Background: an optimization exercise with open tools, aiming at small area and few clock cycles per item. Do not read the settings as production practice. The RTL was checked by simulation tests, not by an equivalence proof against the original design. Power and IR drop assume default switching activity.

## amber
==> flow/design.v (excerpt) <==
module rs_c3_enc (
    input  wire        clk,
    input  wire        rst,
    input  wire        in_valid,
    output wire        in_ready,
    input  wire [15:0] in_data,
    output wire        out_valid,
    input  wire        out_ready,
    output wire [15:0] out_data,
    output wire        out_last
);
Size: ~270 flip-flops, ~39 I/O pins, about 15000 sq um of cells after synthesis.
export LEC_CHECK = 0
export CAP_MARGIN = 20
export CORE_MARGIN = 2
export CORE_UTILIZATION = 55
export PLACE_DENSITY = 0.7
export SLEW_MARGIN = 20
create_clock -name core_clock -period 4.0 [get_ports {clk}]
standard.sh (not shown) runs the stock make flow with config.mk's settings and CLKGATE_MAP_FILE= SYNTH_SCRIPT=/design/flow/synth_recipe.tcl, a recipe that flattens the netlist after the stock synthesis.
==> flow/flow/run.sh <==
#!/bin/bash
# The standard layout (standard.sh) with two changes:
#  - ABC maps the logic with a plain structural mapping (flow/abc.script), so
#    the XOR network written in the RTL is kept as it is;
#  - extra ORFS make variables from flow/extra.sh (placement/CTS options).
# Each tool's output goes to the ORFS logs under orfs/logs; make's own output
# goes to make.log.
set -euo pipefail
HERE=$(pwd)
cat > my_synth.tcl <<EOF
proc abc {args} {
  set i [lsearch -exact \$args -script]
  if {\$i >= 0} { set args [lreplace \$args [expr {\$i+1}] [expr {\$i+1}] $HERE/flow/abc.script] }
  yosys abc {*}\$args
}
source $HERE/synth_recipe.tcl
EOF
{
  cat flow/extra.sh
  sed -e "s#SYNTH_SCRIPT=[^ ]*#SYNTH_SCRIPT=$HERE/my_synth.tcl#" \
      -e 's#"\${@:-finish}"#"${EXTRA[@]}" "${@:-finish}"#' standard.sh
} > my_standard.sh
bash my_standard.sh > make.log 2>&1
==> flow/flow/abc.script <==
strash
map -a
==> flow/flow/extra.sh <==
EXTRA=("BUFFER_PORTS_ARGS=-buffer_cell sky130_fd_sc_hd__buf_2" "CTS_ARGS=-sink_clustering_enable -repair_clock_nets -dont_use_dummy_load -buf_list sky130_fd_sc_hd__clkbuf_8 -root_buf sky130_fd_sc_hd__clkbuf_8")
Both conditions hold for amber: the flow ran to the end and the final layout passed the timing, DRC and antenna checks.
Testbench counts of amber, summed over its fixed seeds: cycles 49,280, words 192.
Here is what was changed in the inputs of pepper compared with amber.
Settings: PLACE_DENSITY: 0.7 -> 0.6; CORE_UTILIZATION: 55 -> 40.
==> flow/flow/run.sh <==
#!/bin/bash
set -euo pipefail
HERE=$(pwd)
cat > my_synth.tcl <<EOF
proc abc {args} {
  set i [lsearch -exact \$args -script]
  if {\$i >= 0} { set args [lreplace \$args [expr {\$i+1}] [expr {\$i+1}] $HERE/flow/abc.script] }
  yosys abc {*}\$args
}
source $HERE/synth_recipe.tcl
EOF
sed "s#SYNTH_SCRIPT=[^ ]*#SYNTH_SCRIPT=$HERE/my_synth.tcl#" standard.sh > my_standard.sh
bash my_standard.sh > make.log 2>&1
removed: flow/flow/extra.sh
Findings:
- Across both runs, upper clock frequency limit was lower for pepper than for amber.
- NOTE total leakage power amber->pepper increased by a few percent
- The fraction of area in multi-input gates reported for pepper is smaller than that of amber by 1.7 points.
- Sort pepper and amber by number of nets in the layout, ascending, and amber comes first.
- From amber to pepper the numbers moved as follows: via count moved up; area overhead of the layout relative to synthesis moved up; register share of the cell area moved down; wire length of the first global-routing pass moved up; non-clock buffer count moved up.
- Going from amber to pepper, total wire length after detailed routing +3.2 mm, die area higher.
What cedar does differently from pepper at the input level:
Settings: CORE_UTILIZATION: 40 -> 55; PLACE_DENSITY: 0.6 -> 0.7.
-- flow/flow/run.sh --
<<< pepper, line 1
#!/bin/bash
set -euo pipefail
>>> cedar, line 1
#!/bin/bash
# The standard layout (standard.sh) with two changes:
#  - ABC maps the logic with a plain structural mapping (flow/abc.script), so
#    the XOR network written in the RTL is kept as it is;
#  - extra ORFS make variables from flow/extra.sh (placement/CTS options).
# Each tool's output goes to the ORFS logs under orfs/logs; make's own output
# goes to make.log.
set -euo pipefail
<<< pepper, line 11
EOF
sed "s#SYNTH_SCRIPT=[^ ]*#SYNTH_SCRIPT=$HERE/my_synth.tcl#" standard.sh > my_standard.sh
bash my_standard.sh > make.log 2>&1
>>> cedar, line 17
EOF
{
  cat flow/extra.sh
  sed -e "s#SYNTH_SCRIPT=[^ ]*#SYNTH_SCRIPT=$HERE/my_synth.tcl#" \
      -e 's#"\${@:-finish}"#"${EXTRA[@]}" "${@:-finish}"#' standard.sh
} > my_standard.sh
bash my_standard.sh > make.log 2>&1
==> flow/flow/extra.sh (new file) <==
EXTRA=("BUFFER_PORTS_ARGS=-buffer_cell sky130_fd_sc_hd__buf_2" "CTS_ARGS=-sink_clustering_enable -repair_clock_nets -dont_use_dummy_load")
Results
cedar was carried through to the last stage, and its layout satisfied the timing, DRC and antenna checks. In the tables for pepper and cedar, total of clock buffers placed in the layout reads higher with pepper. Synthesized cell count across pepper and cedar: no real change. Re final clock period utilization by the worst path: cedar is 1.4 points down on pepper. Relative to pepper, die width has gone down in cedar. Looking at final critical-path setup slack across both flows, cedar is the stronger of the two, with pepper trailing. The start point of the critical path comes out fbd[9]$_DFFE_PP_ in one run and fbd[8]$_DFFE_PP_ in the other, namely in cedar and pepper respectively. Largest fanout of any net on the critical path, pepper and cedar, lower one = pepper. Combinational cell fraction of total power essentially unchanged between pepper and cedar. pepper has higher internal power than cedar. The overall fraction of global-route tracks in use reported for cedar is greater than that of pepper by 7.1 points.

re-timing with driven ports:
In the flow no input, the clock included, has a driving cell. The finished layouts below were timed again as built, in two steps. Step 1: set_driving_cell puts a clkbuf_16 on clk and a buf_2 on each other input, an assumption about the parent block. Step 2 moves the port delays by t, midway between the first and last clock arrival at a register: inputs arrive t later, outputs are due t later. That takes back most of the time a late clock gives input paths. a / b / c = ideal / step 1 / step 2; a / b = the first two.
run	t (ns)	slack for setup (ns)	pins driven straight from the clock port
amber	0.591	0.157 / 0.110 / 0.205	1
pepper	0.627	0.069 / 0.015 / 0.120	1
cedar	0.595	0.123 / 0.071 / 0.196	1
After both steps every run listed still meets setup and hold.
